What follows belongs to an exercise in optimizing a design on an open flow for small area; a production flow would make more cautious choices. Function was checked by simulation only, so behaviour that the tests miss may differ from the original. Power and IR drop assume default switching activity.

==> flow/design.v <==
module tim_servo (
    input  wire        clk,
    input  wire        rst,
    input  wire [1:0]  mode,         
    input  wire        step_en,
    input  wire [5:0]  kp,           
    input  wire [5:0]  ki,           
    input  wire [31:0] step_thr,     
    input  wire [31:0] clamp_ppb,    
    input  wire [15:0] lock_thr,     
    input  wire [7:0]  lock_n,       
    input  wire [31:0] bias,         
    input  wire        freeze,       
    input  wire        no_step,      
    input  wire        inc_wr,
    input  wire [63:0] inc_wdata,
    input  wire        step_wr,
    input  wire [63:0] step_wdata,
    input  wire        sample_valid,
    input  wire [63:0] sample_off,
    output wire [31:0] tim_ns,
    output wire [31:0] tim_wrap,
    output wire [63:0] tim_inc,
    output wire        clamped,
    output wire        locked,
    output wire        evt_wrap,
    output wire        evt_step,
    output wire [31:0] step_count,
    output wire [31:0] step_rej,
    output wire [31:0] sample_count,
    output wire [31:0] last_step
);
    localparam [44:0] K8 = 45'd18889465931480;
    reg  [95:0] acc;           
    reg  [24:0] inc_q;         
    reg         clamped_q;
    reg  [7:0]  run_q;
    reg         locked_q;
    reg         evt_wrap_q;
    reg         evt_step_q;
    reg  [31:0] step_count_q;
    reg  [31:0] step_rej_q;
    reg  [31:0] sample_count_q;
    reg  [31:0] last_step_q;
    reg  [6:0]  pcnt;          
    reg  [63:0] ring;          
    reg  [31:0] ig;            
    reg         cs;            
    reg         zr, on, h0;    
    reg         gts, cys;      
    reg         gtl, cyl;      
    reg         hs;            
    reg         svstep;        
    reg         inlock;        
    reg         ov;            
    reg         ovneg;         
    reg         nc;            
    reg  [3:0]  pprev;
    reg  [3:0]  iprev;
    reg         nb;            
    reg         uc1, uc2;      
    reg         ufits;         
    reg         us24;          
    reg         usign;         
    reg  [18:0] xq;            
    reg  [2:0]  ccnt;          
    reg  [44:0] macc;
    reg  [23:0] c_q;           
    wire manual   = (mode == 2'd0) || (mode == 2'd3);
    wire assisted = (mode == 2'd2);
    wire pend     = (pcnt != 7'd0);
    wire intake   = sample_valid && !pend;
    wire apply    = (pcnt == 7'd64);
    wire sv_apply = apply && !manual;
    wire upd      = !manual && !(assisted && freeze);
    wire        p1     = pend && (pcnt <= 7'd8);
    wire        p1first = (pcnt == 7'd1);
    wire        p1last = (pcnt == 7'd8);
    wire [2:0]  dn     = pcnt[2:0] - 3'd1;          
    wire [3:0]  oh     = ring[3:0];                  
    wire [3:0]  ot     = ring[35:32];                
    wire [4:0]  isum   = {1'b0, ig[3:0]} + {1'b0, oh} + {4'd0, cs & !p1first};
    wire        c32    = isum[4];
    wire        s31    = isum[3];
    wire        isgn   = ig[3];                      
    wire        tz     = p1first ? (ot[3:1] == 3'd0) : (ot == 4'd0);
    wire        to     = p1first ? (ot[3:1] == 3'b111) : (ot == 4'hF);
    wire        zr_n   = (p1first | zr) & tz;
    wire        on_n   = (p1first | on) & to;
    wire        h0_n   = p1first ? ot[0] : h0;
    reg  [3:0]  td;
    always @(*) begin
        case (dn)
            3'd0: td = step_thr[3:0];
            3'd1: td = step_thr[7:4];
            3'd2: td = step_thr[11:8];
            3'd3: td = step_thr[15:12];
            3'd4: td = step_thr[19:16];
            3'd5: td = step_thr[23:20];
            3'd6: td = step_thr[27:24];
            default: td = step_thr[31:28];
        endcase
    end
    reg  [3:0]  ld;
    always @(*) begin
        case (dn)
            3'd0: ld = lock_thr[3:0];
            3'd1: ld = lock_thr[7:4];
            3'd2: ld = lock_thr[11:8];
            3'd3: ld = lock_thr[15:12];
            default: ld = 4'd0;
        endcase
    end
    wire        gts_p  = gts & !p1first;
    wire        cys_p  = cys & !p1first;
    wire        gtl_p  = gtl & !p1first;
    wire        cyl_p  = cyl & !p1first;
    wire        gts_n  = (oh > td) | ((oh == td) & gts_p);
    wire [4:0]  ssum   = {1'b0, oh} + {1'b0, td} + {4'd0, cys_p};
    wire        gtl_n  = (oh > ld) | ((oh == ld) & gtl_p);
    wire [4:0]  lsum   = {1'b0, oh} + {1'b0, ld} + {4'd0, cyl_p};
    wire        hneg   = ot[3];
    wire        heq0   = zr_n & !h0_n;
    wire        heq1   = zr_n & h0_n;
    wire        heqm1  = on_n & h0_n;
    wire        heqm2  = on_n & !h0_n;
    reg         inrange;
    always @(*) begin
        case ({s31, isgn, c32})
            3'b000: inrange = heq0;      
            3'b001: inrange = heqm1;     
            3'b010: inrange = heq1;      
            3'b011: inrange = heq0;      
            3'b100: inrange = heqm1;     
            3'b101: inrange = heqm2;     
            3'b110: inrange = heq0;      
            default: inrange = heqm1;    
        endcase
    end
    reg         uneg;
    always @(*) begin
        if (heq0)       uneg = isgn & !c32;
        else if (heq1)  uneg = 1'b0;
        else if (heqm1) uneg = !(!isgn & c32);
        else            uneg = hneg;
    end
    wire        absgt_s = hneg ? (!heqm1 | !ssum[4]) : (!heq0 | gts_n);
    wire        absgt_l = hneg ? (!heqm1 | !lsum[4]) : (!heq0 | gtl_n);
    wire        negwin = svstep && (pcnt >= 7'd17) && (pcnt <= 7'd32);
    wire [4:0]  nsum   = {1'b0, ~oh} + {4'd0, (pcnt == 7'd17) | nc};
    wire [3:0]  tail   = negwin ? nsum[3:0] : oh;
    wire [63:0] ring_delta = {ring[3:0], ring[63:4]};
    wire [6:0]  sst    = {3'd0, kp[5:2]} + 7'd12;            
    wire [6:0]  kdiff  = pcnt - sst;                          
    wire        uwin   = pend && (pcnt >= sst) && (pcnt <= 7'd36);
    wire        ufirst = (pcnt == sst);
    wire [3:0]  ptap   = (pcnt < 7'd19) ? 4'd0 : (pcnt > 7'd34) ? {4{hs}} : ring[59:56];
    wire [7:0]  pwin   = {ptap, pprev};
    wire [3:0]  pdig   = pwin >> kp[1:0];
    wire [6:0]  kis    = 7'd19 + {3'd0, kp[5:2]} - {3'd0, ki[5:2]};
    wire [6:0]  dd7    = pcnt - kis;
    wire        ibef   = (pcnt < kis);
    wire        iin    = !ibef && (dd7 <= 7'd7);
    wire        ilast  = (dd7[2:0] == 3'd7);
    wire [3:0]  iovr   = ovneg ? (ilast ? 4'h8 : 4'h0) : (ilast ? 4'h7 : 4'hF);
    wire [3:0]  ihead  = ov ? iovr : ig[3:0];
    wire [3:0]  icur   = ibef ? 4'd0 : iin ? ihead : {4{ig[31]}};
    wire [7:0]  iwin   = {icur, iprev};
    wire [3:0]  idig   = iwin >> ki[1:0];
    wire        ishift = pend && iin;
    wire        sb     = assisted && bias[31];
    wire [3:0]  braw   = (kdiff < 7'd6) ? macc[3:0] : 4'd0;
    wire [4:0]  bsum   = {1'b0, braw ^ {4{sb}}} + {4'd0, ufirst ? sb : nb};
    wire [3:0]  bdig   = bsum[3:0];
    wire [3:0]  pn     = ~pdig;
    wire [3:0]  in_    = ~idig;
    wire        cin1   = ufirst ? 1'b1 : uc1;
    wire        cin2   = ufirst ? 1'b1 : uc2;
    wire [3:0]  xs     = bdig ^ pn ^ in_;
    wire [3:0]  xc     = (bdig & pn) | (bdig & in_) | (pn & in_);
    wire [4:0]  usum   = {1'b0, xs} + {xc[2:0], cin1} + {4'd0, cin2};
    wire [3:0]  udig   = usum[3:0];
    wire        chg    = (xq != clamp_ppb[18:0]);
    wire        crun   = (ccnt != 3'd5);
    wire [6:0]  bk     = pcnt - sst + 7'd10;                   
    wire        brun   = pend && (pcnt + 7'd10 >= sst) && (bk <= 7'd16);
    wire [18:0] babs   = bias[31] ? (~bias[18:0] + 19'd1) : bias[18:0];
    wire [2:0]  dsel   = brun ? bk[2:0] : ccnt;
    wire [19:0] xsrc   = brun ? (assisted ? {1'b0, babs} : 20'd0) : {1'b0, clamp_ppb[18:0]};
    reg  [3:0]  md;
    always @(*) begin
        case (dsel)
            3'd0: md = xsrc[3:0];
            3'd1: md = xsrc[7:4];
            3'd2: md = xsrc[11:8];
            3'd3: md = xsrc[15:12];
            default: md = xsrc[19:16];
        endcase
    end
    wire        mdig   = brun ? (bk <= 7'd4) : 1'b1;
    reg  [48:0] mk;
    always @(*) begin
        case (mdig ? md : 4'd0)
            4'd0: mk = 49'd0;
            4'd1: mk = 49'd18889465931480;
            4'd2: mk = 49'd37778931862960;
            4'd3: mk = 49'd56668397794440;
            4'd4: mk = 49'd75557863725920;
            4'd5: mk = 49'd94447329657400;
            4'd6: mk = 49'd113336795588880;
            4'd7: mk = 49'd132226261520360;
            4'd8: mk = 49'd151115727451840;
            4'd9: mk = 49'd170005193383320;
            4'd10: mk = 49'd188894659314800;
            4'd11: mk = 49'd207784125246280;
            4'd12: mk = 49'd226673591177760;
            4'd13: mk = 49'd245563057109240;
            4'd14: mk = 49'd264452523040720;
            4'd15: mk = 49'd283341988972200;
            default: mk = 49'd0;
        endcase
    end
    wire        mclr   = brun ? (bk == 7'd0) : (ccnt == 3'd0);
    wire [48:0] msum   = (mclr ? 49'd0 : {4'd0, macc}) + mk;
    wire [44:0] mnext  = msum[48:4];
    wire [23:0] cc     = c_q;
    wire [24:0] negc   = ~{1'b0, cc} + 25'd1;
    wire        whi0   = (inc_wdata[63:35] == 29'd0);
    wire        wfits  = whi0 && (inc_wdata[34] ? (inc_wdata[33:24] == 10'd0) : (inc_wdata[33:24] == 10'h3FF));
    wire [24:0] wd25   = {~inc_wdata[34], inc_wdata[23:0]};
    wire        wneg   = whi0 && !inc_wdata[34];
    wire [24:0] u25    = macc[41:17];
    wire [24:0] xv     = sv_apply ? u25 : wd25;
    wire        xfits  = sv_apply ? ufits : wfits;
    wire        xneg   = sv_apply ? usign : wneg;
    wire [25:0] xpc    = {xv[24], xv} + {2'b00, cc};
    wire [25:0] cmx    = {2'b00, cc} - {xv[24], xv};
    wire        below  = xfits ? xpc[25] : xneg;
    wire        above  = xfits ? cmx[25] : !xneg;
    wire [24:0] newinc = below ? negc : above ? {1'b0, cc} : xv;
    wire [63:0] inc64      = {29'd0, ~inc_q[24], {10{inc_q[24]}}, inc_q[23:0]};
    wire        step_req   = step_wr || (sv_apply && svstep);
    wire [63:0] step_delta = step_wr ? step_wdata : ring_delta;
    wire signed [65:0] step_sum = $signed({2'b00, acc[95:32]}) +
                                  $signed({{2{step_delta[63]}}, step_delta});
    wire        step_neg   = step_sum[65];
    wire        step_ok    = step_req && !step_neg;
    wire [95:0] acc_next   = acc + {32'd0, inc64} +
                             (step_ok ? {step_delta, 32'd0} : 96'd0);
    wire        d_pos_big  = !step_delta[63] && (step_delta[62:31] != 32'd0);
    wire        d_neg_big  = $signed(step_delta) < -64'sd2147483647;
    wire [31:0] step_sat   = d_pos_big ? 32'h7FFF_FFFF :
                             d_neg_big ? 32'h8000_0001 : step_delta[31:0];
    wire [7:0]  run_inc    = (run_q == 8'hFF) ? run_q : run_q + 8'd1;
    always @(posedge clk) begin
        xq <= clamp_ppb[18:0];
        if (rst || chg) begin
            ccnt <= 3'd0;
        end else if (crun && !brun) begin
            ccnt <= ccnt + 3'd1;
            macc <= mnext;
            if (ccnt == 3'd4)
                c_q <= mnext[43:20];
        end else if (brun) begin
            if (bk >= 7'd10)
                macc <= {udig, mnext[40:0]};
            else
                macc <= mnext;
        end
        if (intake)
            ring <= sample_off;
        else
            ring <= {tail, ring[63:4]};
        if (rst) begin
            acc            <= 96'd0;
            inc_q          <= 25'd0;
            clamped_q      <= 1'b0;
            ig             <= 32'd0;
            run_q          <= 8'd0;
            locked_q       <= 1'b0;
            evt_wrap_q     <= 1'b0;
            evt_step_q     <= 1'b0;
            step_count_q   <= 32'd0;
            step_rej_q     <= 32'd0;
            sample_count_q <= 32'd0;
            last_step_q    <= 32'd0;
            pcnt           <= 7'd0;
        end else begin
            acc        <= acc_next;
            evt_wrap_q <= acc_next[95:64] > acc[95:64];
            evt_step_q <= step_ok;
            if (step_ok) begin
                if (step_count_q != 32'hFFFF_FFFF)
                    step_count_q <= step_count_q + 32'd1;
                last_step_q <= step_sat;
            end
            if (step_req && step_neg && step_rej_q != 32'hFFFF_FFFF)
                step_rej_q <= step_rej_q + 32'd1;
            if (inc_wr && manual) begin
                inc_q     <= newinc;
                clamped_q <= below || above;
            end
            if (intake) begin
                pcnt <= 7'd1;
                if (sample_count_q != 32'hFFFF_FFFF)
                    sample_count_q <= sample_count_q + 32'd1;
            end else if (pend) begin
                pcnt <= apply ? 7'd0 : pcnt + 7'd1;
            end
            if (p1)
                ig <= {upd ? isum[3:0] : ig[3:0], ig[31:4]};
            else if (ishift)
                ig <= {ihead, ig[31:4]};
            if (sv_apply) begin
                if (svstep) begin
                    ig       <= 32'd0;
                    run_q    <= 8'd0;
                    locked_q <= 1'b0;
                end else begin
                    inc_q     <= newinc;
                    clamped_q <= below || above;
                    if (inlock) begin
                        run_q <= run_inc;
                        if (run_inc >= lock_n)
                            locked_q <= 1'b1;
                    end else begin
                        run_q    <= 8'd0;
                        locked_q <= 1'b0;
                    end
                end
            end
        end
        if (p1) begin
            cs  <= c32;
            zr  <= zr_n;
            on  <= on_n;
            h0  <= h0_n;
            gts <= gts_n;
            cys <= ssum[4];
            gtl <= gtl_n;
            cyl <= lsum[4];
        end
        if (p1last) begin
            hs     <= hneg;
            svstep <= absgt_s && step_en && !(assisted && no_step) && !manual;
            inlock <= !absgt_l;
            ov     <= !inrange && upd;
            ovneg  <= uneg;
        end
        if (negwin)
            nc <= nsum[4];
        pprev <= ptap;
        iprev <= icur;
        if (uwin) begin
            nb  <= bsum[4];
            uc1 <= xc[3];
            uc2 <= usum[4];
            if (kdiff == 7'd6) begin
                ufits <= (udig == 4'h0) || (udig == 4'hF);
                us24  <= udig[0];
            end else if (kdiff > 7'd6) begin
                ufits <= ufits && (udig == {4{us24}});
            end
            usign <= udig[3];
        end
    end
    assign tim_ns       = acc[63:32];
    assign tim_wrap     = acc[95:64];
    assign tim_inc      = inc64;
    assign clamped      = clamped_q;
    assign locked       = locked_q;
    assign evt_wrap     = evt_wrap_q;
    assign evt_step     = evt_step_q;
    assign step_count   = step_count_q;
    assign step_rej     = step_rej_q;
    assign sample_count = sample_count_q;
    assign last_step    = last_step_q;
endmodule
==> flow/run.sh <==
#!/bin/bash
# synth_recipe.tcl (not shown) runs the flow's synth.tcl, then flattens the netlist and writes it again
# the make line also repeats each setting of config.mk as NAME=value (left out here)
make -C /OpenROAD-flow-scripts/flow DESIGN_CONFIG=/design/flow/config.mk WORK_HOME=/design/flow/orfs CLKGATE_MAP_FILE= SYNTH_SCRIPT=/design/flow/synth_recipe.tcl finish
==> flow/config.mk <==
export PLATFORM = sky130hd
export DESIGN_NAME = tim_servo
export DESIGN_NICKNAME = tim_servo
export VERILOG_FILES = /design/flow/design.v
export SDC_FILE = /design/flow/constraint.sdc
export NUM_CORES = 4
export LEC_CHECK = 0
export CAP_MARGIN = 20
export CORE_MARGIN = 2
export CORE_UTILIZATION = 40
export SLEW_MARGIN = 20
==> flow/constraint.sdc <==
create_clock -name core_clock -period 20.0 [get_ports {clk}]
set_input_delay 4.0000 -clock core_clock [delete_from_list [all_inputs] [get_ports {clk}]]
set_output_delay 4.0000 -clock core_clock [all_outputs]
set_load 0.01 [all_outputs]
==> results of run 1 <==
-- stage by stage --
step                      hold WS, ps  instances  area [um2]  power (uW)  worst slack [ps]
after floorplan                   432       4519       37800        2320              6930
after global placement            440       6038       43500        2850              4360
after CTS                         453       6143       45400        3960              4930
after global routing              465       6143       45400        4190              4350
final                             450       6145       45400        3930              4900
after detailed placement          443       6038       43500        2870              4260
-- cells in the mapped netlist, drive strengths merged (10+ instances only) --
master   number
o211ai       19
nor3         95
xor2        131
edfxtp       89
a21boi       11
a22oi        19
xnor2       162
dfxtp       394
a21oi       307
a2111oi      10
nor2        459
nor2b       104
and2         59
nand3        81
nand4        90
ha          453
mux2i        84
buf         129
or2          12
nor4         58
o21ai       155
o21a         27
o22ai        20
o21bai       36
nand2       377
a31oi        36
a211oi       61
a221oi       24
and4         15
nand2b       38
and3         43
mux2         93
or3          37
clkbuf      167
a31o         13
inv         237
fa           16
o31ai        21
a21o        169
-- registers in the layout, indices dropped and copies added, names as in the netlist, 4 cells and up --
signal	count
acc	96
c_q	24
ig	32
inc_q	25
iprev	4
last_step_q	32
macc	45
pcnt	7
pprev	4
ring	64
run_q	8
sample_count_q	32
step_count_q	32
step_rej_q	32
xq	19
-- path summary, 6_finish.rpt --
kind	startpoint	endpoint
worst min register to register	ig[11]$_SDFF_PP0_	ig[11]$_SDFF_PP0_
worst min-delay path	ig[11]$_SDFF_PP0_	ig[11]$_SDFF_PP0_
worst max-delay path	step_wr	evt_wrap_q$_SDFF_PP0_
worst max register to register	ring[5]$_DFF_P_	evt_wrap_q$_SDFF_PP0_
-- where the power goes --
group,switching [uW],internal (uW),total [uW]
logic,901,690,1590
registers,147,1130,1270
clock network,463,608,1070
total,1510,2420,3930
-- worst max-delay path, delay by kind of cell --
family                   cells  cell delay, ps
AO/OA/AOI/OAI               19            5960
XOR/XNOR                     1             200
adder cells (fa/ha/maj)      4            1290
buffers and inverters        5            2010
multiplexers                 1             610
AND/OR/NAND/NOR              8            1460
-- kinds of logic (layout without fill, tap and decap cells) --
kind of cell             Yosys count  count (layout)  share of synthesized area [%]
AND/OR/NAND/NOR                 1505            1505                           19.2
AO/OA/AOI/OAI                   1020            1020                           18.0
buffers and inverters            533             903                           6.42
flip-flops                       483             483                           28.0
adder cells (fa/ha/maj)          470             470                           15.9
XOR/XNOR                         293             293                           6.81
multiplexers                     186             186                           5.59
other                              1              31                        0.00995
-- per-layer routing --
layer / GRT usage, % / up-vias
met2: 39.2 / 832
met4: 5.50 / 2
met5: 0 / -
met3: 5.13 / 138
met1: 33.1 / 15800
li1: - / 16600
-- area by class of cell --
type                            count  area, um2  share of cell area [%]
Timing Repair Buffer              561       5580                    12.3
Multi-Input combinational cell   3503      24900                    54.8
Antenna cell                        2       5.00                  0.0110
Clock buffer                       68       1510                    3.32
Sequential cell                   483      10600                    23.3
Inverter                          237        890                    1.96
Tap cell                         1254       1570                    3.46
Clock inverter                     37        390                   0.860
==> key figures, run 1 <==
Cells and area
  • Nets@finish: between 5000 and 6000
  • Most common cell after layout, fill and taps aside: clkdlybuf4s50_1
  • Fillers: about 9200
  • Layout cells sized above 1: approximately 5.7%
  • Final core utilization: between 40 and 50%
  • Syn-to-layout area delta: 20.4%
  • Most frequent cells in the layout: clkdlybuf4s50_1, nor2_1, ha_1

Timing
  • Final-report hold violation count: 0
  • Worst Skew: 21.4 ps
  • Setup TNS: 0 ps
  • Final setup viols: 0
  • Measured slew at the worst slew-check pin: approximately 1100 ps
  • Max Fclk: about 0.066 GHz
  • Unrepaired setup endpoints after global routing: false
  • Max Slew Vio Count: 0
  • Slew margin rel.: 29.7%
  • Crit share post-route: ~75%
  • Final min period: between 15000 and 20000 ps

Pwr
  • Static leakage: 0.0196 uW
  • PwrDens: just under 90 nW/um2
  • Maximum VDD drop: ~0.000069 V

CTS
  • Cts repair resizes: 0
  • H-tree levels: 2
  • Root Driver: clkbuf_16
  • Post-CTS Setup Bufs: 0
  • Clock transition at path regs: approximately 60 ps
  • Hold_buf cts: 0
  • Clock latency on the worst-skew pair: between 600 and 700 ps
  • CTS sink cnt: 483
  • Clock buffer depth: 3
  • CTS buffer count: 58
  • TritonCTS clock tree: yes

Floorplanning
  • Row cnt: about 110
  • Die area: 96700 um2
  • Core box area: 93300 um2
  • Initial Util: just over 40%
  • Die width: 311 um
  • Num ports: approximately 590
  • Die Span Y: 311 um

Global route
  • First-pass GRT wire length: ~190 mm
  • Largest net degree at the start of global routing: 213
  • Total congestion overflow: 0
  • Vias in the first global route: 31900
  • Antenna violations before repair: 4
  • Total GRT Usage: approximately a quarter

Place
  • I/O Buffers: between 500 and 600
  • GP Congestion: a little over 0.9
  • DP HPWL: approximately 96 mm

Yosys
  • Syn. warnings: 1
  • Synth Instances: 4491
  • Post-synth top area share: a little over a fifth
  • Synthesized flop and latch total: ~480
  • Async SR Flop Fraction: 0%
  • Synth top area cells: dfxtp_1, ha_1, edfxtp_1
  • EDFF count, synth: between 80 and 90
  • Post-Synthesis Cell Area: about 38000 um2
  • Most common flop cell mapped by yosys: dfxtp_1
  • Synth unique cells: roughly 110
  • Largest area contributor in the netlist: dfxtp_1
  • Seq/Total Area, Yosys: between 20% and 30%
  • Avg Cell Area, Syn: roughly 8.4 um2

Routing
  • Met1 WL: 56.7 mm
  • Post-DRT Antenna Nets: 0
  • DRC Markers: 0
  • Met3 Wirelength: ~7.7 mm
  • Routed vias/inst: 5.44
  • Drt initial violations: approximately 2200
  • Top Metal Used: met5
  • Routed WL per cell: about 20 um
  • DR pass1 iterations: 5
  • Via count: around 33000
  • Final Routed Wirelength: about 120 mm
  • Met2 wire len: ~55 mm

Worst setup path
  • Crit-path max FO: 75
  • Critical Path Sink Type: flip-flop
  • R2r setup slk: about 9000 ps
  • CP Data Arrival Time: 15600 ps
  • Slowest-stage cell, CP: o31ai_1
  • CP startpoint kind: primary input
  • CP required: about 21000 ps
  • Reg2Reg Depth: 36
  • Critical path class: in -> reg
  • CP max stage delay: approximately 900 ps

Flow run
  • # Max-Cap Violations: 0

Worst hold path
  • Hold path depth: 2
  • Worst min path class: reg -> reg

Status
  • Status: timing/DRC/antenna clean
==> run 2: changes to the inputs <==
--- a/flow/design.v
+++ b/flow/design.v
@@ -67,4 +67,5 @@
     reg  [44:0] macc;
     reg  [23:0] c_q;           
+    genvar gi;
     wire manual   = (mode == 2'd0) || (mode == 2'd3);
     wire assisted = (mode == 2'd2);
@@ -185,5 +186,14 @@
     wire [6:0]  bk     = pcnt - sst + 7'd10;                   
     wire        brun   = pend && (pcnt + 7'd10 >= sst) && (bk <= 7'd16);
-    wire [18:0] babs   = bias[31] ? (~bias[18:0] + 19'd1) : bias[18:0];
+    wire [19:0] bt;
+    wire [18:0] babs;
+    assign bt[0] = bias[31];
+    generate
+        for (gi = 0; gi < 19; gi = gi + 1) begin : bneg
+            wire x = bias[gi] ^ bias[31];
+            assign babs[gi]  = x ^ bt[gi];
+            assign bt[gi+1]  = x & bt[gi];
+        end
+    endgenerate
     wire [2:0]  dsel   = brun ? bk[2:0] : ccnt;
     wire [19:0] xsrc   = brun ? (assisted ? {1'b0, babs} : 20'd0) : {1'b0, clamp_ppb[18:0]};
@@ -222,8 +232,18 @@
     end
     wire        mclr   = brun ? (bk == 7'd0) : (ccnt == 3'd0);
-    wire [48:0] msum   = (mclr ? 49'd0 : {4'd0, macc}) + mk;
+    wire [47:0] msum0;
+    wire [6:0]  mbc;
+    ts_cia #(.W(48), .B(8)) u_madd (.a(mclr ? 48'd0 : {3'd0, macc}), .b(mk[47:0]), .ci(1'b0), .s(msum0), .bc(mbc));
+    wire [48:0] msum   = {mk[48] ^ mbc[6], msum0};
     wire [44:0] mnext  = msum[48:4];
     wire [23:0] cc     = c_q;
-    wire [24:0] negc   = ~{1'b0, cc} + 25'd1;
+    wire [24:0] cor;
+    assign cor[0] = 1'b0;
+    generate
+        for (gi = 0; gi < 24; gi = gi + 1) begin : ngc
+            assign cor[gi+1] = cor[gi] | cc[gi];
+        end
+    endgenerate
+    wire [24:0] negc   = {cor[24], cc ^ cor[23:0]};
     wire        whi0   = (inc_wdata[63:35] == 29'd0);
     wire        wfits  = whi0 && (inc_wdata[34] ? (inc_wdata[33:24] == 10'd0) : (inc_wdata[33:24] == 10'h3FF));
@@ -234,22 +254,56 @@
     wire        xfits  = sv_apply ? ufits : wfits;
     wire        xneg   = sv_apply ? usign : wneg;
-    wire [25:0] xpc    = {xv[24], xv} + {2'b00, cc};
-    wire [25:0] cmx    = {2'b00, cc} - {xv[24], xv};
-    wire        below  = xfits ? xpc[25] : xneg;
-    wire        above  = xfits ? cmx[25] : !xneg;
+    wire [24:0] cb1, cb2;
+    assign cb1[0] = 1'b0;
+    assign cb2[0] = 1'b1;
+    generate
+        for (gi = 0; gi < 24; gi = gi + 1) begin : cmpc
+            assign cb1[gi+1] = (xv[gi] & cc[gi]) | (cb1[gi] & (xv[gi] | cc[gi]));
+            assign cb2[gi+1] = (~xv[gi] & cc[gi]) | (cb2[gi] & (~xv[gi] | cc[gi]));
+        end
+    endgenerate
+    wire        below  = xfits ? (xv[24] & ~cb1[24]) : xneg;
+    wire        above  = xfits ? (~xv[24] & ~cb2[24]) : !xneg;
     wire [24:0] newinc = below ? negc : above ? {1'b0, cc} : xv;
     wire [63:0] inc64      = {29'd0, ~inc_q[24], {10{inc_q[24]}}, inc_q[23:0]};
+    wire        isg        = inc_q[24];
     wire        step_req   = step_wr || (sv_apply && svstep);
     wire [63:0] step_delta = step_wr ? step_wdata : ring_delta;
-    wire signed [65:0] step_sum = $signed({2'b00, acc[95:32]}) +
-                                  $signed({{2{step_delta[63]}}, step_delta});
-    wire        step_neg   = step_sum[65];
+    wire [32:0] fc;
+    wire [31:0] fs;
+    assign fc[0] = 1'b0;
+    generate
+        for (gi = 0; gi < 32; gi = gi + 1) begin : frac
+            wire x = acc[gi];
+            wire y = (gi < 24) ? inc_q[gi] : isg;
+            assign fs[gi]   = x ^ y ^ fc[gi];
+            assign fc[gi+1] = (x & y) | (fc[gi] & (x ^ y));
+        end
+    endgenerate
+    wire [63:0] ext    = acc[95:32];
+    wire [3:0]  lo3    = {1'b0, ext[2:0]} + {1'b0, ~isg, isg, isg};
+    wire [63:0] incout;
+    wire [8:0]  incbc;
+    ts_inc #(.W(64), .B(8)) u_einc (.a({ext[63:3], 3'b111}), .ci(lo3[3]), .s(incout), .bc(incbc));
+    wire [63:0] einc   = {incout[63:3], lo3[2:0]};
+    wire        c64;
+    ts_cout #(.W(64), .B(8)) u_ref (.a(ext), .b(step_delta), .co(c64));
+    wire        step_neg   = step_delta[63] & ~c64;
     wire        step_ok    = step_req && !step_neg;
-    wire [95:0] acc_next   = acc + {32'd0, inc64} +
-                             (step_ok ? {step_delta, 32'd0} : 96'd0);
-    wire        d_pos_big  = !step_delta[63] && (step_delta[62:31] != 32'd0);
-    wire        d_neg_big  = $signed(step_delta) < -64'sd2147483647;
+    wire [63:0] dd         = step_delta & {64{step_ok}};
+    wire [63:0] next_ext;
+    wire [8:0]  addbc;
+    ts_cia #(.W(64), .B(8)) u_add (.a(einc), .b(dd), .ci(fc[32]), .s(next_ext), .bc(addbc));
+    wire [95:0] acc_next   = {next_ext, fs};
+    wire        wrap_up    = (~dd[63] & ((|dd[62:32]) | incbc[4] | addbc[4])) |
+                             ((&dd[63:32]) & incbc[4] & addbc[4]);
+    wire        d_pos_big  = !step_delta[63] && (|step_delta[62:31]);
+    wire        d_neg_big  = step_delta[63] && !((&step_delta[62:31]) && (|step_delta[30:0]));
     wire [31:0] step_sat   = d_pos_big ? 32'h7FFF_FFFF :
                              d_neg_big ? 32'h8000_0001 : step_delta[31:0];
+    wire [31:0] scnt_n, rcnt_n, mcnt_n;
+    ts_inc #(.W(32), .B(8)) u_c1 (.a(step_count_q),   .ci(step_ok && !(&step_count_q)),           .s(scnt_n), .bc());
+    ts_inc #(.W(32), .B(8)) u_c2 (.a(step_rej_q),     .ci(step_req && step_neg && !(&step_rej_q)), .s(rcnt_n), .bc());
+    ts_inc #(.W(32), .B(8)) u_c3 (.a(sample_count_q), .ci(intake && !(&sample_count_q)),          .s(mcnt_n), .bc());
     wire [7:0]  run_inc    = (run_q == 8'hFF) ? run_q : run_q + 8'd1;
     always @(posedge clk) begin
@@ -287,14 +341,12 @@
             pcnt           <= 7'd0;
         end else begin
-            acc        <= acc_next;
-            evt_wrap_q <= acc_next[95:64] > acc[95:64];
-            evt_step_q <= step_ok;
-            if (step_ok) begin
-                if (step_count_q != 32'hFFFF_FFFF)
-                    step_count_q <= step_count_q + 32'd1;
+            acc          <= acc_next;
+            evt_wrap_q   <= wrap_up;
+            evt_step_q   <= step_ok;
+            step_count_q <= scnt_n;
+            step_rej_q   <= rcnt_n;
+            sample_count_q <= mcnt_n;
+            if (step_ok)
                 last_step_q <= step_sat;
-            end
-            if (step_req && step_neg && step_rej_q != 32'hFFFF_FFFF)
-                step_rej_q <= step_rej_q + 32'd1;
             if (inc_wr && manual) begin
                 inc_q     <= newinc;
@@ -303,6 +355,4 @@
             if (intake) begin
                 pcnt <= 7'd1;
-                if (sample_count_q != 32'hFFFF_FFFF)
-                    sample_count_q <= sample_count_q + 32'd1;
             end else if (pend) begin
                 pcnt <= apply ? 7'd0 : pcnt + 7'd1;
@@ -377,2 +427,84 @@
     assign last_step    = last_step_q;
 endmodule
+module ts_cia #(parameter W = 64, parameter B = 8) (
+    input  wire [W-1:0] a,
+    input  wire [W-1:0] b,
+    input  wire         ci,
+    output wire [W-1:0] s,
+    output wire [W/B:0] bc          
+);
+    localparam NB = W / B;
+    wire [W-1:0] s0;
+    wire [W-1:0] pa;                
+    assign bc[0] = ci;
+    genvar k, i;
+    generate
+        for (k = 0; k < NB; k = k + 1) begin : blk
+            wire [B:0] rc;
+            assign rc[0] = 1'b0;
+            for (i = 0; i < B; i = i + 1) begin : bit_
+                wire x = a[k*B+i];
+                wire y = b[k*B+i];
+                assign s0[k*B+i] = x ^ y ^ rc[i];
+                assign rc[i+1]   = (x & y) | (rc[i] & (x ^ y));
+                if (i == 0) begin : p0
+                    assign pa[k*B] = 1'b1;
+                end else begin : pn
+                    assign pa[k*B+i] = pa[k*B+i-1] & s0[k*B+i-1];
+                end
+                assign s[k*B+i] = s0[k*B+i] ^ (bc[k] & pa[k*B+i]);
+            end
+            wire allone = pa[k*B+B-1] & s0[k*B+B-1];
+            assign bc[k+1] = rc[B] | (allone & bc[k]);
+        end
+    endgenerate
+endmodule
+module ts_cout #(parameter W = 64, parameter B = 8) (
+    input  wire [W-1:0] a,
+    input  wire [W-1:0] b,
+    output wire         co
+);
+    localparam NB = W / B;
+    wire [NB:0] bc;
+    assign bc[0] = 1'b0;
+    genvar k, i;
+    generate
+        for (k = 0; k < NB; k = k + 1) begin : blk
+            wire [B:0] g;
+            assign g[0] = 1'b0;
+            wire [B-1:0] p;
+            for (i = 0; i < B; i = i + 1) begin : bit_
+                wire x = a[k*B+i];
+                wire y = b[k*B+i];
+                assign g[i+1] = (x & y) | (g[i] & (x | y));
+                assign p[i]   = x | y;
+            end
+            assign bc[k+1] = g[B] | ((&p) & bc[k]);
+        end
+    endgenerate
+    assign co = bc[NB];
+endmodule
+module ts_inc #(parameter W = 64, parameter B = 8) (
+    input  wire [W-1:0] a,
+    input  wire         ci,
+    output wire [W-1:0] s,
+    output wire [W/B:0] bc
+);
+    localparam NB = W / B;
+    wire [W-1:0] pa;
+    assign bc[0] = ci;
+    genvar k, i;
+    generate
+        for (k = 0; k < NB; k = k + 1) begin : blk
+            for (i = 0; i < B; i = i + 1) begin : bit_
+                if (i == 0) begin : p0
+                    assign pa[k*B] = 1'b1;
+                end else begin : pn
+                    assign pa[k*B+i] = pa[k*B+i-1] & a[k*B+i-1];
+                end
+                assign s[k*B+i] = a[k*B+i] ^ (bc[k] & pa[k*B+i]);
+            end
+            assign bc[k+1] = bc[k] & pa[k*B+B-1] & a[k*B+B-1];
+        end
+    endgenerate
+endmodule
==> flow/flow/run.sh (new file) <==
#!/bin/bash
set -euo pipefail
bash standard.sh "BUFFER_PORTS_ARGS=-buffer_cell sky130_fd_sc_hd__buf_1" finish > make_finish.log 2>&1
==> flow/standard.sh (new file) <==
#!/bin/bash
# synth_recipe.tcl (not shown) runs the flow's synth.tcl, then flattens the netlist and writes it again
# the make line also repeats each setting of config.mk as NAME=value (left out here)
make -C /OpenROAD-flow-scripts/flow DESIGN_CONFIG=/design/flow/config.mk WORK_HOME=/design/flow/orfs CLKGATE_MAP_FILE= SYNTH_SCRIPT=/design/flow/synth_recipe.tcl "${@:-finish}"
removed: flow/run.sh
==> run 2 against run 1 <==
  * Setup slack got worse by 890 ps
  * Core utilization is 2.5 points lower
  * Cell count fell by 16%
  * Still clean on timing, DRC and antenna
  * Non-clock buffer count up 2
  * Area after synthesis shrank 12%
  * Via count shrank 17%
  * Sequential cell count unchanged
  * Sequential power about the same
  * First-iteration DRC count fell by 15%
  * Design area decreased by 17%
==> key figures, run 2 <==
Status
  • Status: timing/DRC/antenna clean

Place
  • GP Congestion: 0.940
  • Cell area after placement: 35600 um2
  • I/O Buffers: roughly 540
  • Post-Place Cells: about 5000
  • DP HPWL: roughly 80 mm

Yosys
  • Async SR Flop Fraction: 0%
  • Synthesized flop and latch total: just under 500
  • EDFF count, synth: 89
  • Synth unique cells: 107
  • Synth top area cells: dfxtp_1, edfxtp_1, fa_1
  • Post-Synthesis Cell Area: between 30000 and 40000 um2
  • Most common flop cell mapped by yosys: dfxtp_1
  • Synth Instances: 3585
  • Largest area contributor in the netlist: dfxtp_1
  • Synth cell count leaders: nor2_1, dfxtp_1, nand2_1
  • Syn. warnings: 1
  • Top-count cell post-synth: nor2_1
  • Avg Cell Area, Syn: approximately 9.2 um2
  • Seq/Total Area, Yosys: between 30% and 40%
  • Post-synth top area share: a little under a quarter

Timing
  • Final-report hold violation count: 0
  • Worst Skew: approximately 46 ps
  • Final setup viols: 0
  • Final min period: about 16000 ps
  • Setup TNS: 0 ps
  • Unrepaired setup endpoints after global routing: false
  • Max Slew Vio Count: 0
  • Max Fclk: between 0.06 and 0.07 GHz
  • Measured slew at the worst slew-check pin: approximately 1100 ps
  • Slew margin rel.: between 20 and 30%
  • Smallest hold slack: about 450 ps
  • Crit share post-route: 79.9%

CTS
  • Clock buffer depth: 3
  • Hold_buf cts: 0
  • H-tree levels: 2
  • Clock latency on the worst-skew pair: ~650 ps
  • Cts repair resizes: 0
  • Post-CTS Setup Bufs: 0
  • CTS sink cnt: about 480
  • Root Driver: clkbuf_16
  • Clock transition at path regs: ~60 ps
  • CTS buffer count: slightly below 60
  • TritonCTS clock tree: yes

Worst setup path
  • Critical path class: reg -> reg
  • Slowest-stage cell, CP: fa_1
  • CP Data Arrival Time: about 16000 ps
  • Critical Path Sink Type: flip-flop
  • CP most frequent cell: fa_1
  • WP buf/inv: 0
  • Crit-path max FO: 8
  • CP startpoint kind: flip-flop
  • CP max stage delay: about 480 ps
  • CP required: ~21000 ps
  • CP top delay family: adder cells

Floorplanning
  • Num ports: ~590
  • Row cnt: about 110
  • Initial Util: between 40% and 50%
  • Die area: 84800 um2
  • Die Span Y: approximately 290 um
  • Core box area: a little over 80000 um2
  • Die width: between 200 and 300 um

Routing
  • Routed WL per cell: about 20 um
  • Drt initial violations: ~1900
  • Post-DRT Antenna Nets: 0
  • DRC Markers: 0
  • DR pass1 iterations: 8
  • Routed vias/inst: roughly 5.4
  • Via count: 27900
  • Final Routed Wirelength: 104 mm

Cells and area
  • Largest regs: acc (96), ring (64), macc (45)
  • Max reg flops: 96
  • Most frequent cells in the layout: buf_1, nor2_1, dfxtp_1
  • Fin cells: 5158
  • Syn-to-layout area delta: 14.3%
  • Largest reg by FF count: acc
  • Most common cell after layout, fill and taps aside: buf_1
  • Final Instance Area: between 30000 and 40000 um2
  • Layout cells sized above 1: under 10%
  • Final core utilization: 46.1%
  • Nets@finish: 4695

Global route
  • Total congestion overflow: 0
  • First-pass GRT wire length: 158 mm
  • Vias in the first global route: ~27000
  • Largest net degree at the start of global routing: 221
  • Total GRT Usage: a little under a quarter
  • Antenna violations before repair: 15

Worst hold path
  • Worst min path class: reg -> reg

Pwr
  • PwrDens: 91.4 nW/um2
  • Maximum VDD drop: slightly below 0.00009 V
  • Static leakage: roughly 0.015 uW

Flow run
  • # Max-Cap Violations: 0
==> run 2: cell count changes in the layout (fill, tap and decap cells not counted), sizes merged, moves of 57 or more <==
cell and change:
ha -259, clkdlybuf4s50 -537, buf +537, a21o -147, nand2 -94, a21oi -150
fa +116, nor3 -57
==> run 2: area by class of cell <==
type | count | area (um2)
clock inverter | 32 | 423
inverter | 189 | 712
tap | 1070 | 1340
antenna | 4 | 10.0
fill | 8065 | 44100
timing repair buffer | 563 | 2220
sequential | 483 | 10600
multi-input combinational | 2740 | 20800
clock buffer | 77 | 1690
==> run 2: per-layer routing <==
layer  GRT usage (%)  routed length (um)
met5               0                 126
met2            39.9               48600
met4            6.87                3000
met3            4.17                6400
met1            31.0               45400
==> run 2: final timing paths <==
kind,start,end,depth (start not counted),slack [ps]
worst max-delay path,inc_q[0]$_SDFF_PP0_,acc[95]$_SDFF_PP0_,44,4020
worst min-delay path,ig[24]$_SDFF_PP0_,ig[24]$_SDFF_PP0_,2,450
worst max register to register,inc_q[0]$_SDFF_PP0_,acc[95]$_SDFF_PP0_,44,4020
worst min register to register,ig[24]$_SDFF_PP0_,ig[24]$_SDFF_PP0_,2,450
==> run 2: kinds of logic after synthesis <==
kind of cell    Yosys count  share of synthesized area (%)
compound gates          562                           11.6
mux                     259                           8.60
fa+ha+maj               354                           16.2
flops                   483                           32.0
other cells               1                         0.0114
simple gates           1251                           18.3
xor+xnor                285                           7.61
buf+inv                 390                           5.59
==> run 2: worst register-to-register path: cells and delay by family, from the launching register on <==
family                   cells  cell delay, ps
adder cells (fa/ha/maj)     32           12610
XOR/XNOR                     1             370
AND/OR/NAND/NOR              6            1150
flip-flops                   1             340
AO/OA/AOI/OAI                5            1370
==> run 2: stage by stage <==
stage          power (uW)  setup slack (ps)
2_1_floorplan        1960              4780
3_3_place_gp         2290              3920
3_5_place_dp         2300              3710
4_1_cts              3470              3950
5_1_grt              3630              3350
6_report             3450              4020
==> run 2: power breakdown <==
part / total [uW] / internal, uW / switching [uW]
logic: 1030 / 410 / 618
registers: 1270 / 1120 / 144
clock network: 1150 / 699 / 454
==> run 3: changes to the inputs <==
==> flow/run.sh (new file) <==
#!/bin/bash
# synth_recipe.tcl (not shown) runs the flow's synth.tcl, then flattens the netlist and writes it again
# the make line also repeats each setting of config.mk as NAME=value (left out here)
make -C /OpenROAD-flow-scripts/flow DESIGN_CONFIG=/design/flow/config.mk WORK_HOME=/design/flow/orfs CLKGATE_MAP_FILE= SYNTH_SCRIPT=/design/flow/synth_recipe.tcl finish
removed: flow/flow/run.sh
removed: flow/standard.sh
==> run 3 against run 2 <==
  * Fmax fell by 0.20%
  * Design area up 8.5%
  * Core utilization is 3.9 points higher
  * Critical path depth is 5 higher
  * Largest power group unchanged
  * Total power increased by 1.2%
  * Combinational power grew 9.7%
  * Critical path type is now in -> reg
  * Critical endpoint is now macc[34]$_DFFE_PP_
  * Sequential share of layout area fell by 2.2 points
  * Clock power is 5% lower
==> key figures, run 3 <==
Worst setup path
  • RR Startpoint: inc_q[0]$_SDFF_PP0_
  • RR Endpoint: acc[95]$_SDFF_PP0_
  • Crit-path max FO: 29
  • R2r setup slk: 4010 ps
  • Reg2Reg Depth: 44
  • Slowest-stage cell, CP: o31ai_1
  • Worst path depth: 49
  • CP top delay family: adder cells
  • CP max stage delay: between 600 and 700 ps
  • CP Data Arrival Time: between 15000 and 20000 ps
  • Critical path class: in -> reg
  • WP buf/inv: 5
  • CP most frequent cell: ha_1
  • CP startpoint kind: primary input
  • CP required: around 20000 ps
  • Critical Path Sink Type: flip-flop

Worst hold path
  • Worst min path class: reg -> reg
  • Hold Startpoint: ig[15]$_SDFF_PP0_
  • Hold EP: ig[11]$_SDFF_PP0_
  • Hold path depth: 2

CTS
  • CTS sink cnt: between 400 and 500
  • Hold_buf cts: 0
  • TritonCTS clock tree: yes
  • H-tree levels: 2
  • Clock latency on the worst-skew pair: roughly 650 ps
  • Clock transition at path regs: approximately 60 ps
  • Clock buffer depth: 3
  • Cts repair resizes: 0
  • Root Driver: clkbuf_16
  • Post-CTS Setup Bufs: 0
  • CTS buffer count: just under 60

Cells and area
  • Most frequent cells in the layout: clkdlybuf4s50_1, nor2_1, dfxtp_1
  • Most common cell after layout, fill and taps aside: clkdlybuf4s50_1
  • Largest regs: acc (96), ring (64), macc (45)
  • Max reg flops: 96
  • Nets@finish: about 4700
  • Syn-to-layout area delta: 24.1%
  • Layout cells sized above 1: under 10%
  • Largest reg by FF count: acc

Yosys
  • Synthesized flop and latch total: about 480
  • Synth cell count leaders: nor2_1, dfxtp_1, nand2_1
  • Post-Synthesis Cell Area: approximately 33000 um2
  • Synth Instances: 3585
  • EDFF count, synth: between 80 and 90
  • Async SR Flop Fraction: 0%
  • Synth top area cells: dfxtp_1, edfxtp_1, fa_1
  • Synth unique cells: 107
  • Avg Cell Area, Syn: 9.21 um2
  • Syn. warnings: 1
  • Top-count cell post-synth: nor2_1
  • Most common flop cell mapped by yosys: dfxtp_1
  • Seq/Total Area, Yosys: around 32%
  • Post-synth top area share: a little under a quarter
  • Largest area contributor in the netlist: dfxtp_1

Routing
  • DR pass1 iterations: 6
  • Final Routed Wirelength: between 100 and 150 mm
  • Post-DRT Antenna Nets: 0
  • Via count: 27800
  • DRC Markers: 0
  • Drt initial violations: 2021
  • Routed WL per cell: around 21 um
  • Routed vias/inst: around 5.4

Timing
  • Worst Skew: about 45 ps
  • Measured slew at the worst slew-check pin: around 1100 ps
  • Max Slew Vio Count: 0
  • Unrepaired setup endpoints after global routing: false
  • Setup TNS: 0 ps
  • Crit share post-route: 80.1%
  • Final worst slack: around 4000 ps
  • Max Fclk: between 0.06 and 0.07 GHz
  • Final min period: between 15000 and 20000 ps
  • Slew margin rel.: between 20 and 30%
  • Final-report hold violation count: 0
  • Final setup viols: 0

Global route
  • First-pass GRT wire length: between 150 and 200 mm
  • Total GRT Usage: 24.7%
  • Antenna violations before repair: 12
  • Total congestion overflow: 0
  • Largest net degree at the start of global routing: between 150 and 200
  • Vias in the first global route: between 20000 and 30000

Pwr
  • Maximum VDD drop: between 0.00007 and 0.00008 V
  • Static leakage: ~0.016 uW
  • PwrDens: 85.2 nW/um2
  • Overall power: between 3000 and 4000 uW

Place
  • DP HPWL: 83.5 mm
  • GP Congestion: between 0.9 and 1
  • I/O Buffers: 539
  • Dpl ws: approximately 3500 ps

Floorplanning
  • Core box area: 81800 um2
  • Die width: just under 300 um
  • Die Span Y: roughly 290 um
  • Row cnt: 105
  • Initial Util: between 40% and 50%
  • Num ports: a little under 600
  • Die area: between 80000 and 90000 um2

Flow run
  • # Max-Cap Violations: 0

Status
  • Status: timing/DRC/antenna clean
-- run 3: cell count changes in the layout (fill, tap and decap cells not counted), moves of 2 or more --
| cell | delta |
|---|---|
| buf_1 | -537 |
| bufinv_16 | -3 |
| clkinv_1 | -2 |
| clkinvlp_4 | -2 |
| clkbuf_8 | -6 |
| clkdlybuf4s50_1 | +537 |
| clkbuf_1 | +10 |
| clkbuf_4 | -2 |
-- run 3: how the worst max path moves through the flow --
stage	startpoint	slack (ps)	end
after global placement	bias[31]	3550	macc[44]$_DFFE_PP_
final	bias[31]	3980	macc[34]$_DFFE_PP_
after floorplan	bias[31]	4780	macc[44]$_DFFE_PP_
after global routing	bias[31]	3250	macc[34]$_DFFE_PP_
after CTS	inc_q[0]$_SDFF_PP0_	3950	acc[95]$_SDFF_PP0_
after detailed placement	bias[31]	3470	c_q[14]$_DFFE_PP_
-- run 3: layout make-up --
| type | count | area [um2] |
|---|---|---|
| clock buffer | 81 | 1650 |
| timing repair buffer | 562 | 5580 |
| sequential | 483 | 10600 |
| multi-input combinational | 2740 | 20800 |
| clock inverter | 26 | 315 |
| antenna | 5 | 12.5 |
| fill | 7785 | 40900 |
| inverter | 189 | 712 |
| tap | 1070 | 1340 |
-- run 3: cell families (layout without fill, tap and decap cells) --
group / after synthesis / in the layout / synth area share (%)
flops: 483 / 483 / 32.0
fa+ha+maj: 354 / 354 / 16.2
xor+xnor: 285 / 285 / 7.61
simple gates: 1251 / 1251 / 18.3
buf+inv: 390 / 858 / 5.59
other cells: 1 / 34 / 0.0114
compound gates: 562 / 562 / 11.6
mux: 259 / 259 / 8.60
-- run 3: report_power, final --
part | leakage, uW | internal, uW | switching, uW | total [uW]
Clock | 0.000970 | 641 | 448 | 1090
Sequential | 0.00404 | 1120 | 144 | 1270
Combinational | 0.0111 | 510 | 624 | 1130
Total | 0.0161 | 2270 | 1220 | 3490
-- run 3: stage by stage --
stage | cell area, um2 | cells | hold WS (ps) | util, %
after floorplan | 33100 | 3613 | 432 | -
after global placement | 39000 | 5044 | 439 | 47.6
after detailed placement | 39000 | 5044 | 445 | 47.6
after CTS | 40900 | 5151 | 429 | 50.0
after global routing | 40900 | 5154 | 469 | 50.0
final | 40900 | 5156 | 434 | 50.0
-- run 3: layer usage --
layer | routed length (um) | GRT usage (%) | share of wire, % | up-vias
li1 | - | - | - | 13400
met1 | 47400 | 32.7 | 44 | 13400
met2 | 50700 | 41.3 | 47 | 860
met3 | 6920 | 4.79 | 6.4 | 143
met4 | 2530 | 6.08 | 2.3 | 12
met5 | 64 | 0 | 0.059 | -
-- run 3: worst min-delay path, cell delays in order (launching register included) --
cell     delay (ps)
dfxtp_1         310
nand2_1          60
a21oi_1          60
==> run 4: changes to the inputs <==
--- a/flow/design.v
+++ b/flow/design.v
@@ -65,6 +65,5 @@
     reg  [18:0] xq;            
     reg  [2:0]  ccnt;          
-    reg  [44:0] macc;
-    reg  [23:0] c_q;           
+    reg  [44:0] macc;          
     genvar gi;
     wire manual   = (mode == 2'd0) || (mode == 2'd3);
@@ -150,5 +149,6 @@
     wire        negwin = svstep && (pcnt >= 7'd17) && (pcnt <= 7'd32);
     wire [4:0]  nsum   = {1'b0, ~oh} + {4'd0, (pcnt == 7'd17) | nc};
-    wire [3:0]  tail   = negwin ? nsum[3:0] : oh;
+    wire        uxfer  = pend && !manual && !svstep && (pcnt >= 7'd37) && (pcnt <= 7'd43);
+    wire [3:0]  tail   = negwin ? nsum[3:0] : uxfer ? macc[20:17] : oh;
     wire [63:0] ring_delta = {ring[3:0], ring[63:4]};
     wire [6:0]  sst    = {3'd0, kp[5:2]} + 7'd12;            
@@ -185,5 +185,7 @@
     wire        crun   = (ccnt != 3'd5);
     wire [6:0]  bk     = pcnt - sst + 7'd10;                   
-    wire        brun   = pend && (pcnt + 7'd10 >= sst) && (bk <= 7'd16);
+    wire        brun   = pend && !manual && (pcnt + 7'd10 >= sst) && (bk <= 7'd16);
+    wire        mxfer  = pend && !manual && (pcnt >= 7'd37) && (pcnt <= 7'd43);
+    wire        crestart = chg || (rst && pend && !manual) || (pend && !manual && (pcnt == 7'd43));
     wire [19:0] bt;
     wire [18:0] babs;
@@ -208,5 +210,5 @@
         endcase
     end
-    wire        mdig   = brun ? (bk <= 7'd4) : 1'b1;
+    wire        mdig   = brun ? (bk <= 7'd4) : !mxfer;
     reg  [48:0] mk;
     always @(*) begin
@@ -231,5 +233,5 @@
         endcase
     end
-    wire        mclr   = brun ? (bk == 7'd0) : (ccnt == 3'd0);
+    wire        mclr   = brun ? (bk == 7'd0) : !mxfer && (ccnt == 3'd0);
     wire [47:0] msum0;
     wire [6:0]  mbc;
@@ -237,5 +239,5 @@
     wire [48:0] msum   = {mk[48] ^ mbc[6], msum0};
     wire [44:0] mnext  = msum[48:4];
-    wire [23:0] cc     = c_q;
+    wire [23:0] cc     = macc[43:20];
     wire [24:0] cor;
     assign cor[0] = 1'b0;
@@ -250,5 +252,5 @@
     wire [24:0] wd25   = {~inc_wdata[34], inc_wdata[23:0]};
     wire        wneg   = whi0 && !inc_wdata[34];
-    wire [24:0] u25    = macc[41:17];
+    wire [24:0] u25    = ring[44:20];
     wire [24:0] xv     = sv_apply ? u25 : wd25;
     wire        xfits  = sv_apply ? ufits : wfits;
@@ -309,11 +311,11 @@
     always @(posedge clk) begin
         xq <= clamp_ppb[18:0];
-        if (rst || chg) begin
+        if (crestart) begin
             ccnt <= 3'd0;
-        end else if (crun && !brun) begin
+        end else if (crun && !brun && !mxfer) begin
             ccnt <= ccnt + 3'd1;
             macc <= mnext;
-            if (ccnt == 3'd4)
-                c_q <= mnext[43:20];
+        end else if (mxfer) begin
+            macc <= mnext;
         end else if (brun) begin
             if (bk >= 7'd10)
==> flow/flow/run.sh (new file) <==
#!/bin/bash
set -euo pipefail
bash standard.sh "BUFFER_PORTS_ARGS=-buffer_cell sky130_fd_sc_hd__buf_1" finish > make_finish.log 2>&1
==> flow/standard.sh (new file) <==
#!/bin/bash
# synth_recipe.tcl (not shown) runs the flow's synth.tcl, then flattens the netlist and writes it again
# the make line also repeats each setting of config.mk as NAME=value (left out here)
make -C /OpenROAD-flow-scripts/flow DESIGN_CONFIG=/design/flow/config.mk WORK_HOME=/design/flow/orfs CLKGATE_MAP_FILE= SYNTH_SCRIPT=/design/flow/synth_recipe.tcl "${@:-finish}"
--- a/flow/config.mk
+++ b/flow/config.mk
@@ -8,4 +8,4 @@
 export CAP_MARGIN = 20
 export CORE_MARGIN = 2
-export CORE_UTILIZATION = 40
+export CORE_UTILIZATION = 65
 export SLEW_MARGIN = 20
removed: flow/run.sh
==> run 4 against run 3 <==
  * Largest cell class unchanged
  * First-iteration DRC count rose by 16%
  * Sequential cell count down 24
  * Critical path depth decreased by 4
  * Via count is 0.70% higher
  * Area after synthesis is 2.9% lower
  * Cell count fell by 6.9%
  * Global-route usage up 11 points
  * Largest power group unchanged
  * Highest routed layer unchanged
==> key figures, run 4 <==
Status
  • Status: timing/DRC/antenna clean

CTS
  • Cts repair resizes: 0
  • Hold_buf cts: 0
  • CTS buffer count: 50
  • TritonCTS clock tree: yes
  • Post-CTS Setup Bufs: 0
  • Clock transition at path regs: around 60 ps
  • Root Driver: clkbuf_16
  • CTS sink cnt: 459
  • H-tree levels: 2
  • Clock buffer depth: 3
  • Clock latency on the worst-skew pair: 610 ps

Timing
  • Unrepaired setup endpoints after global routing: false
  • Setup TNS: 0 ps
  • Final-report hold violation count: 0
  • Smallest hold slack: around 440 ps
  • Slew margin rel.: approximately 28%
  • Final min period: approximately 18000 ps
  • Crit share post-route: between 90% and 100%
  • Final setup viols: 0
  • Max Fclk: 0.0554 GHz
  • Max Slew Vio Count: 0
  • Measured slew at the worst slew-check pin: between 1000 and 1500 ps
  • Worst Skew: around 22 ps

Routing
  • DRC Markers: 0
  • Via count: 28000
  • Post-DRT Antenna Nets: 0
  • DR pass1 iterations: 7
  • Routed vias/inst: approximately 5.8
  • Routed WL per cell: 19.3 um
  • Drt initial violations: between 2000 and 2500
  • Final Routed Wirelength: slightly above 90 mm

Yosys
  • EDFF count, synth: 65
  • Async SR Flop Fraction: 0%
  • Synth cell count leaders: nand2_1, dfxtp_1, nor2_1
  • Top-count cell post-synth: nand2_1
  • Seq/Total Area, Yosys: between 30% and 40%
  • Synth unique cells: around 100
  • Syn. warnings: 1
  • Post-synth top area share: between 20 and 25%
  • Synth Instances: 3647
  • Most common flop cell mapped by yosys: dfxtp_1
  • Synth top area cells: dfxtp_1, fa_1, ha_1
  • Largest area contributor in the netlist: dfxtp_1
  • Synthesized flop and latch total: 459
  • Avg Cell Area, Syn: between 8 and 9 um2
  • Post-Synthesis Cell Area: 32000 um2

Floorplanning
  • Core box area: between 40000 and 50000 um2
  • Num ports: about 600
  • Die Span Y: ~230 um
  • Initial Util: between 60 and 70%
  • Die width: 226 um
  • Row cnt: slightly above 80
  • Die area: between 50000 and 60000 um2

Cells and area
  • Fillers: 3928
  • Final Instance Area: between 30000 and 40000 um2
  • Nets@finish: 4743
  • Largest regs: acc (96), ring (64), macc (45)
  • Largest reg by FF count: acc
  • Max reg flops: between 90 and 100
  • Most frequent cells in the layout: buf_1, nand2_1, dfxtp_1
  • Syn-to-layout area delta: 11.7%
  • Most common cell after layout, fill and taps aside: buf_1
  • Layout cells sized above 1: 5.92%

Pwr
  • PwrDens: a little under 90 nW/um2
  • Overall power: 3140 uW
  • Maximum VDD drop: about 0.000077 V
  • Static leakage: around 0.015 uW

Global route
  • First-pass GRT wire length: ~140 mm
  • Vias in the first global route: between 20000 and 30000
  • Total GRT Usage: 35.4%
  • Largest net degree at the start of global routing: 94
  • Antenna violations before repair: 14
  • Total congestion overflow: 0

Worst setup path
  • Critical path class: reg -> reg
  • CP Data Arrival Time: 18490 ps
  • CP required: slightly above 20000 ps
  • CP most frequent cell: fa_1
  • Critical Path Sink Type: flip-flop
  • CP max stage delay: ~520 ps
  • Crit-path max FO: 5
  • Slowest-stage cell, CP: fa_1
  • CP startpoint kind: flip-flop

Place
  • I/O Buffers: about 540
  • GP Congestion: around 1
  • Cell area after placement: approximately 34000 um2
  • DP HPWL: about 70 mm

Flow run
  • # Max-Cap Violations: 0

Worst hold path
  • Worst min path class: reg -> reg
[run 4: routing by layer]
layer	global-route usage, %	wire length, um
met2	57.3	42100
met5	0	49
met4	15.3	4170
met3	7.13	7940
met1	46.2	38200
[run 4: path summary, 6_finish.rpt]
check	cells past startpoint	to	slack (ps)	start
min	2	ring[8]$_DFF_P_	440	ring[12]$_DFF_P_
max	45	acc[88]$_SDFF_PP0_	1960	inc_q[0]$_SDFF_PP0_
max reg2reg	45	acc[88]$_SDFF_PP0_	1960	inc_q[0]$_SDFF_PP0_
min reg2reg	2	ring[8]$_DFF_P_	440	ring[12]$_DFF_P_
[run 4: power breakdown]
group / total, uW / switching (uW) / internal [uW]
Sequential: 1210 / 156 / 1050
Combinational: 957 / 581 / 376
Clock: 970 / 397 / 573
[run 4: layout make-up]
cell class                 count  area [um2]  area share, %
multi-input combinational   2795       20400           56.9
inverter                     212         796           2.22
tap                          664         831           2.32
timing repair buffer         564        2220           6.20
sequential                   459        9840           27.5
clock inverter                19         225          0.629
antenna                       12        30.0         0.0839
clock buffer                  74        1500           4.19
[run 4: worst max-delay path: cells and delay by family, from the launching register on]
| family | cells | cell delay (ps) |
|---|---|---|
| AOI/OAI and AO/OA | 6 | 1590 |
| DFF | 1 | 330 |
| adders and majority gates | 33 | 15020 |
| and+or+nand+nor | 6 | 950 |
[run 4: cell families (layout without fill, tap and decap cells)]
kind of cell	after synthesis	after routing	synth area share (%)
AO/OA/AOI/OAI	560	560	11.8
buffers and inverters	421	869	6.19
AND/OR/NAND/NOR	1398	1398	20.8
other	1	41	0.0117
multiplexers	188	188	6.47
flip-flops	459	459	30.7
adder cells (fa/ha/maj)	349	349	16.6
XOR/XNOR	271	271	7.45
[run 4: through the flow]
| step | utilization (%) | setup WS [ps] | cells |
|---|---|---|---|
| 3_3_place_gp | 69.8 | 2280 | 4694 |
| 2_1_floorplan | - | 3150 | 3675 |
| 3_5_place_dp | 69.8 | 2100 | 4694 |
| 5_1_grt | 73.4 | 1200 | 4795 |
| 4_1_cts | 73.4 | 1900 | 4787 |
| 6_report | 73.4 | 1960 | 4799 |
==> run 5: changes to the inputs <==
--- a/flow/config.mk
+++ b/flow/config.mk
@@ -8,4 +8,4 @@
 export CAP_MARGIN = 20
 export CORE_MARGIN = 2
-export CORE_UTILIZATION = 65
+export CORE_UTILIZATION = 40
 export SLEW_MARGIN = 20
==> run 5 against run 4 <==
  * Non-clock buffer count grew 13
  * Highest routed layer unchanged
  * Critical path depth is the same
  * Sequential share of layout area shrank 0.57 points
  * Largest cell class unchanged
  * Design area increased by 2.1%
  * Hold slack got worse by 5.4 ps
  * Fmax up 0.57%
  * Area after synthesis unchanged
  * Clock power up 9%
==> key figures, run 5 <==
Timing
  • Crit share post-route: about 90%
  • Smallest hold slack: 439 ps
  • Setup TNS: 0 ps
  • Final min period: approximately 18000 ps
  • Final-report hold violation count: 0
  • Slew margin rel.: 26.4%
  • Max Fclk: between 0.05 and 0.06 GHz
  • Unrepaired setup endpoints after global routing: false
  • Final setup viols: 0
  • Max Slew Vio Count: 0
  • Worst Skew: 40.5 ps
  • Measured slew at the worst slew-check pin: approximately 1100 ps

Cells and area
  • Largest reg by FF count: acc
  • Syn-to-layout area delta: 14.1%
  • Most frequent cells in the layout: buf_1, nand2_1, dfxtp_1
  • Nets@finish: between 4000 and 5000
  • Max reg flops: between 90 and 100
  • Combined area of the multi-input logic cells: 20400 um2
  • Largest regs: acc (96), ring (64), macc (45)
  • Most common cell after layout, fill and taps aside: buf_1
  • Fillers: a little under 8000
  • FF+latch area: about 9800 um2
  • Layout cells sized above 1: under 10%
  • Fin cells: about 5200
  • Final Instance Area: between 30000 and 40000 um2

Yosys
  • Post-Synthesis Cell Area: between 30000 and 40000 um2
  • Most common flop cell mapped by yosys: dfxtp_1
  • Synthesized flop and latch total: 459
  • Async SR Flop Fraction: 0%
  • Synth unique cells: between 100 and 150
  • Synth top area cells: dfxtp_1, fa_1, ha_1
  • Syn. warnings: 1
  • Synth cell count leaders: nand2_1, dfxtp_1, nor2_1
  • Synth Instances: about 3600
  • Seq/Total Area, Yosys: 30.7%
  • Avg Cell Area, Syn: ~9 um2
  • Post-synth top area share: between 20 and 25%
  • Largest area contributor in the netlist: dfxtp_1
  • Top-count cell post-synth: nand2_1
  • EDFF count, synth: between 60 and 70

Routing
  • Drt initial violations: approximately 1900
  • DRC Markers: 0
  • Via count: ~28000
  • Final Routed Wirelength: around 100 mm
  • DR pass1 iterations: 7
  • Post-DRT Antenna Nets: 0
  • Routed WL per cell: 19.3 um
  • Routed vias/inst: approximately 5.3

Flow run
  • # Max-Cap Violations: 0

Worst setup path
  • CP required: about 20000 ps
  • CP Data Arrival Time: about 18000 ps
  • Crit-path max FO: 5
  • CP startpoint kind: flip-flop
  • Critical path class: reg -> reg
  • Slowest-stage cell, CP: a31oi_1
  • CP max stage delay: between 500 and 600 ps
  • Critical Path Sink Type: flip-flop
  • R2r setup slk: between 2000 and 2500 ps
  • CP most frequent cell: fa_1
  • Reg2Reg Depth: between 40 and 50

Worst hold path
  • Worst min path class: reg -> reg
  • Hold path depth: 2

Pwr
  • Maximum VDD drop: between 0.00006 and 0.00007 V
  • Static leakage: approximately 0.015 uW
  • PwrDens: just under 90 nW/um2
  • Overall power: 3250 uW

Floorplanning
  • Die Span Y: approximately 290 um
  • Num ports: between 500 and 600
  • Core box area: 79100 um2
  • Die area: about 80000 um2
  • Row cnt: 103
  • Initial Util: about 40%
  • Die width: approximately 290 um

Place
  • Cell area after placement: around 35000 um2
  • DP HPWL: just under 80 mm
  • Post-Place Cells: between 5000 and 6000
  • GP Congestion: slightly above 0.9
  • I/O Buffers: around 540

CTS
  • Hold_buf cts: 0
  • Clock latency on the worst-skew pair: around 640 ps
  • Cts repair resizes: 0
  • CTS sink cnt: around 460
  • H-tree levels: 2
  • Root Driver: clkbuf_16
  • Clock buffer depth: 3
  • Post-CTS Setup Bufs: 0
  • TritonCTS clock tree: yes
  • Clock transition at path regs: about 60 ps
  • CTS buffer count: 55

Status
  • Status: timing/DRC/antenna clean

Global route
  • Total GRT Usage: 23.7%
  • First-pass GRT wire length: between 150 and 200 mm
  • Total congestion overflow: 0
  • Vias in the first global route: ~26000
  • Antenna violations before repair: 18
  • Largest net degree at the start of global routing: just over 90
[run 5: cell counts after synthesis]
Identical to the previous run, type by type.
[run 5: metrics by stage]
step                worst slack (ps)  util [%]
floorplan                       3150         -
global placement                2120      43.8
detailed placement              2040      43.8
CTS                             1960      46.2
global route                    1270      46.2
finish                          2060      46.2
[run 5: metal layers]
metal  up-vias  wire length (um)  global-route usage, %
met5         -               134                      0
met2       874             45200                   37.2
met4        20              3420                   8.55
met3       180              7330                   4.99
li1      13400                 -                      -
met1     13100             44300                   32.2
[run 5: cell families (layout without fill, tap and decap cells)]
| group | count (synthesis) | after routing | share of synthesized area (%) |
|---|---|---|---|
| xor+xnor | 271 | 271 | 7.45 |
| other cells | 1 | 38 | 0.0117 |
| buf+inv | 421 | 891 | 6.19 |
| fa+ha+maj | 349 | 349 | 16.6 |
| flops | 459 | 459 | 30.7 |
| simple gates | 1398 | 1398 | 20.8 |
| mux | 188 | 188 | 6.47 |
| compound gates | 560 | 560 | 11.8 |
[run 5: critical path: cells and delay by family (launching register included)]
family	cells	cell delay (ps)
flip-flops	1	330
AO/OA/AOI/OAI	6	1680
adder cells (fa/ha/maj)	33	14830
AND/OR/NAND/NOR	6	930
[run 5: area by class of cell]
type,instances,area share (%)
tap,1050,3.59
sequential,459,26.9
inverter,212,2.18
clock inverter,30,1.02
multi-input combinational,2795,55.7
antenna,9,0.0616
timing repair buffer,577,6.34
clock buffer,72,4.19
[run 5: final timing paths]
| path | end | from |
|---|---|---|
| max reg2reg | acc[88]$_SDFF_PP0_ | inc_q[0]$_SDFF_PP0_ |
| max | acc[88]$_SDFF_PP0_ | inc_q[0]$_SDFF_PP0_ |
| min reg2reg | ring[9]$_DFF_P_ | ring[13]$_DFF_P_ |
| min | ring[9]$_DFF_P_ | ring[13]$_DFF_P_ |
[run 5: report_power, final]
part	switching [uW]	internal [uW]
combinational	596	380
clock	429	631
sequential	159	1050
total	1180	2060

==> afterwards: timing with drivers on the ports <==
No port has a modelled driver above. Below, the same layouts with a new extraction and two added sets of constraints. Step 1 (the two cells are an assumption about what drives the block):
set clk [get_ports {clk}]
set_driving_cell -lib_cell sky130_fd_sc_hd__clkbuf_16 $clk
set_driving_cell -lib_cell sky130_fd_sc_hd__buf_2 [delete_from_list [all_inputs] $clk]
Step 2 moves the port delays by t, midway between the first and last clock arrival at a register: inputs arrive t later, outputs are due t later. That takes back most of the time a late clock gives input paths. Slacks: ideal / step 1 / step 2; pairs: ideal / step 1.
run	t, ns	setup WS [ns]	worst data-port slew with drivers (ns)
run 1	0.716	4.902 / 4.943 / 4.227	0.13
run 2	0.695	4.017 / 4.017 / 3.570	0.18
run 3	0.699	3.984 / 4.013 / 3.331	0.15
run 4	0.660	1.959 / 1.959 / 1.959	0.12
run 5	0.690	2.061 / 2.061 / 2.061	0.12
After both steps every run listed still meets setup and hold. For run 1, which loses most, drivers alone change the setup slack by +0.041 ns; drivers and shift together by -0.675 ns.
